Context: an optimization exercise on an open-source flow, tuned for small area, a short achievable clock period and few clock cycles per item. The choices shown serve that exercise and are no tape-out recipe. Only simulation tests tie the RTL to the original design; equivalence was not proved. No activity file was given, so power comes from the tool's default toggle rates.

Setup of run X:
==> module edge_xlate, before the edit <==
module edge_xlate (
    input  wire        clk,
    input  wire        rst,
    input  wire        in_valid,
    output wire        in_ready,
    input  wire [23:0] in_ipu,       
    input  wire [23:0] in_gain,      
    input  wire [15:0] in_offset,    
    input  wire [14:0] in_h,         
    input  wire [14:0] in_delta,     
    output reg         out_valid,
    input  wire        out_ready,
    output reg  [11:0] out_ue,
    output reg  [11:0] out_le,
    output reg         out_sat
);
    reg        run;              
    reg        rdy;              
    reg [3:0]  cnt;              
    reg        tail_u;           
    reg        tail_l;           
    reg        f_hi;             
    reg        f_lo;             
    reg [22:0] rem;              
    reg [3:0]  db;               
    reg [22:0] gn;               
    reg [1:0]  dp;               
    reg        neg;              
    reg [18:0] qr;               
    reg        hb;               
    reg signed [16:0] ofs8;      
    reg [14:0] hd;               
    wire last = (cnt == 4'd8);
    wire load = (run ? last : 1'b1) & ~tail_u & ~tail_l & ~out_valid;
    assign in_ready = rdy;
    wire take = rdy & in_valid;
    wire        s_in  = in_ipu[23];
    wire [23:0] ipu_x = in_ipu ^ {24{s_in}};
    wire       c2   = (cnt == 4'd2);
    wire       c3   = (cnt == 4'd3);
    wire [4:0] h_a  = c2 ? hd[4:0] : c3 ? hd[9:5] : hd[14:10];
    wire [4:0] h_b  = ~(c2 ? qr[18:14] : c3 ? qr[15:11] : qr[12:8]);
    reg  [5:0] h_c;
    reg  [4:0] h_s;
    integer k;
    always @* begin
        h_c[0] = c2 | hb;
        for (k = 0; k < 5; k = k + 1) begin
            h_s[k]   = h_a[k] ^ h_b[k] ^ h_c[k];
            h_c[k+1] = (h_a[k] & h_b[k]) | (h_a[k] & h_c[k]) | (h_b[k] & h_c[k]);
        end
    end
    wire [24:0] t    = {rem, db[3:2]};
    wire [25:0] t26  = {1'b0, t};
    wire [25:0] ng   = {3'b111, gn};                      
    wire [25:0] n2g  = {2'b11, gn, 1'b1};                 
    wire [25:0] d1   = t26 + ng + 26'd1;                  
    wire [25:0] d2   = t26 + n2g + 26'd1;                 
    wire [25:0] cs_s = t26 ^ ng ^ n2g;                    
    wire [25:0] cs_c = (t26 & ng) | (t26 & n2g) | (ng & n2g);
    wire [25:0] d3   = cs_s + {cs_c[24:0], 1'b1} + 26'd1;
    wire        ge1  = ~d1[25];
    wire        ge2  = ~d2[25];
    wire        ge3  = ~d3[25];
    wire [1:0]  dig  = {ge2, ge3 | (ge1 & ~ge2)};
    wire [22:0] r_n  = ge3 ? d3[22:0] : ge2 ? d2[22:0] : ge1 ? d1[22:0] : t[22:0];
    wire [19:0] qs  = {{3{neg}}, qr[17:1]};
    wire [19:0] ofx = {{3{ofs8[16]}}, ofs8};
    wire [19:0] hdx = {{5{tail_l}}, hd};
    wire [19:0] cs  = ofx ^ hdx ^ qs;
    wire [19:0] cc  = (ofx & hdx) | (ofx & qs) | (hdx & qs);
    wire [19:0] e   = cs + {cc[18:0], qr[0]} + {19'd0, tail_l};
    wire e_hi = ~e[19] & (e[18:15] != 4'b0000);        
    wire e_lo =  e[19] & (e[18:15] != 4'b1111);        
    wire [11:0] e_sat = e_hi ? 12'h7ff : e_lo ? 12'h800 : e[15:4];
    wire n_hi = f_hi & (e_hi | (e[19:5] == 15'h3ff));    
    wire n_lo = e_lo & f_lo;                              
    always @(posedge clk) begin
        if (load) begin
            rem <= {2'b00, ipu_x[23:3]};
            db  <= {ipu_x[2:0], s_in};
            gn  <= ~in_gain[22:0];
        end else begin
            rem <= r_n;
            db  <= {db[1:0], db[0], db[0]};
        end
        cnt <= load ? 4'd0 : cnt + 4'd1;
        dp  <= dig ^ {2{db[0]}};
        if (rdy) begin
            qr   <= {in_delta[4:0], in_delta[9:5], in_delta[14:10], dp, dig ^ {2{db[0]}}};
            neg  <= db[0];
            ofs8 <= {in_offset[15], in_offset} + 17'd8;
            hd   <= in_h;
        end else if (run & ~rdy & (cnt != 4'd0)) begin
            qr <= {qr[16:0], dig ^ {2{neg}}};
            if (c2) begin
                hd[4:0] <= h_s;
                hb      <= h_c[5];
            end
            if (c3) begin
                hd[9:5] <= h_s;
                hb      <= h_c[5];
            end
            if (cnt == 4'd4) begin
                hd[14:10] <= h_s;
                hb        <= h_c[5];
            end
            if (cnt == 4'd5 && (~hb || hd[14:4] == 11'd0))
                hd <= 15'd16;
        end
        if (tail_u & ~out_valid) begin
            out_ue  <= e_sat;
            out_sat <= e_hi | e_lo;
            f_hi    <= e_hi;
            f_lo    <= e_lo | (e[19:5] == 15'h7c00);
            hd      <= ~hd;
        end
        if (tail_l) begin
            out_le  <= n_hi ? 12'h7fd : e_sat;
            if (n_lo)
                out_ue <= 12'h802;
            out_sat <= out_sat | e_hi | e_lo;
        end
        if (rst) begin
            run       <= 1'b0;
            rdy       <= 1'b0;
            tail_u    <= 1'b0;
            tail_l    <= 1'b0;
            out_valid <= 1'b0;
        end else begin
            if (load)
                run <= in_valid;
            else if (last | (rdy & ~in_valid))
                run <= 1'b0;
            rdy <= run & (cnt == 4'd0) & ~load;
            if (run & last)
                tail_u <= 1'b1;
            else if (~out_valid)
                tail_u <= 1'b0;
            tail_l <= tail_u & ~out_valid;
            if (tail_l)
                out_valid <= 1'b1;
            else if (out_ready)
                out_valid <= 1'b0;
        end
    end
endmodule
Settings: LEC_CHECK=0, CAP_MARGIN=20, CORE_MARGIN=2, CORE_UTILIZATION=40, SLEW_MARGIN=20; clock period 16.0 ns.
standard.sh (not shown) runs the stock make flow with config.mk's settings and CLKGATE_MAP_FILE= SYNTH_SCRIPT=/design/flow/synth_recipe.tcl, a recipe that flattens the netlist after the stock synthesis.
==> flow/flow/run.sh <==
#!/bin/bash
# The standard layout (standard.sh, unchanged synthesis), except that
# the input and output ports are buffered with buf_1 cells instead of the
# delay buffers buffer_ports picks by default. Each tool's output is in the
# ORFS logs under orfs/logs; standard.log holds make's own output.
set -o pipefail
export BUFFER_PORTS_ARGS="-buffer_cell sky130_fd_sc_hd__buf_1"
bash standard.sh > standard.log 2>&1
Run X: done, clean on timing, DRC and antenna
Testbench counts of run X, summed over its fixed seeds: cycles 43,232, items 4,800.
#### Input delta (run K over run X)
--- a/flow/design.v
+++ b/flow/design.v
@@ -26,31 +26,18 @@
     reg [22:0] gn;               
     reg [1:0]  dp;               
     reg        neg;              
     reg [18:0] qr;               
-    reg        hb;               
     reg signed [16:0] ofs8;      
     reg [14:0] hd;               
     wire last = (cnt == 4'd8);
     wire load = (run ? last : 1'b1) & ~tail_u & ~tail_l & ~out_valid;
     assign in_ready = rdy;
     wire take = rdy & in_valid;
     wire        s_in  = in_ipu[23];
     wire [23:0] ipu_x = in_ipu ^ {24{s_in}};
-    wire       c2   = (cnt == 4'd2);
-    wire       c3   = (cnt == 4'd3);
-    wire [4:0] h_a  = c2 ? hd[4:0] : c3 ? hd[9:5] : hd[14:10];
-    wire [4:0] h_b  = ~(c2 ? qr[18:14] : c3 ? qr[15:11] : qr[12:8]);
-    reg  [5:0] h_c;
-    reg  [4:0] h_s;
-    integer k;
-    always @* begin
-        h_c[0] = c2 | hb;
-        for (k = 0; k < 5; k = k + 1) begin
-            h_s[k]   = h_a[k] ^ h_b[k] ^ h_c[k];
-            h_c[k+1] = (h_a[k] & h_b[k]) | (h_a[k] & h_c[k]) | (h_b[k] & h_c[k]);
-        end
-    end
+    wire [15:0] hdiff = {1'b0, hd} - {1'b0, qr[18:4]};
+    wire [14:0] hd_n  = (hdiff[15] || hdiff[14:4] == 11'd0) ? 15'd16 : hdiff[14:0];
     wire [24:0] t    = {rem, db[3:2]};
     wire [25:0] t26  = {1'b0, t};
     wire [25:0] ng   = {3'b111, gn};                      
     wire [25:0] n2g  = {2'b11, gn, 1'b1};                 
@@ -86,28 +73,16 @@
         end
         cnt <= load ? 4'd0 : cnt + 4'd1;
         dp  <= dig ^ {2{db[0]}};
         if (rdy) begin
-            qr   <= {in_delta[4:0], in_delta[9:5], in_delta[14:10], dp, dig ^ {2{db[0]}}};
+            qr   <= {in_delta, dp, dig ^ {2{db[0]}}};
             neg  <= db[0];
             ofs8 <= {in_offset[15], in_offset} + 17'd8;
             hd   <= in_h;
         end else if (run & ~rdy & (cnt != 4'd0)) begin
             qr <= {qr[16:0], dig ^ {2{neg}}};
-            if (c2) begin
-                hd[4:0] <= h_s;
-                hb      <= h_c[5];
-            end
-            if (c3) begin
-                hd[9:5] <= h_s;
-                hb      <= h_c[5];
-            end
-            if (cnt == 4'd4) begin
-                hd[14:10] <= h_s;
-                hb        <= h_c[5];
-            end
-            if (cnt == 4'd5 && (~hb || hd[14:4] == 11'd0))
-                hd <= 15'd16;
+            if (cnt == 4'd2)
+                hd <= hd_n;
         end
         if (tail_u & ~out_valid) begin
             out_ue  <= e_sat;
             out_sat <= e_hi | e_lo;
[summary]
Compared with run X, run K instantiates a larger number of standard cells.
When run K is measured against run X, its cell row count turns out 2 higher.
On non-clock buffer contribution to total cell area, run K tracks run X almost exactly.
Part of the total power dissipated in combinational logic: run K and run X compared, higher one is run K
Between run X and run K, the share of power burned in the clock network figures differ only marginally.
In the reports for run K and run X, the larger highest achievable clock rate belongs to run K.
Number of nets in the finished design went up by a few percent going from run X to run K.
Looking at overall power consumption, run K sits about 5.4% higher than run X does.
Setup slack in run K is larger than in run X.
Delta (run K minus run X): post-synthesis to final-layout area growth comparable, overall track demand over capacity in global routing was more or less identical, post-route minimum period went down by 510 ps.
Testbench counts of run K, summed over its fixed seeds: cycles 43,232, items 4,800.

## separate check: timing with driven ports
In the flow no input, the clock included, has a driving cell. The finished layouts below were timed again as built, in two steps.
Step 1 sets driving cells, clkbuf_16 on the clock port and buf_2 on the other inputs (assumed; they add their load-dependent delay and slew).
Step 2 adds t to the input delays and takes it off the output delays; t is the mean of the earliest and latest rising clock arrival at the registers after step 1. Input paths then give back, and output paths get back, about the clock's delay inside the block.
Slacks: ideal ports / drivers / drivers and shift; pairs: ideal ports / drivers.
| run | t (ns) | slack for setup (ns) | hold slack, ns | worst register clock-pin slew, ns | pins driven straight from the clock port |
|---|---|---|---|---|---|
| run X | 0.485 | 11.078 / 11.078 / 11.078 | 0.439 / 0.439 / 0.439 | 0.07 / 0.07 | 1 |
| run K | 0.481 | 11.589 / 11.589 / 11.394 | 0.451 / 0.451 / 0.451 | 0.07 / 0.07 | 1 |
After both steps every run listed still meets setup and hold. The setup slack of run K, which loses most, moves by 0.000 ns with the drivers and by -0.195 ns with both steps.
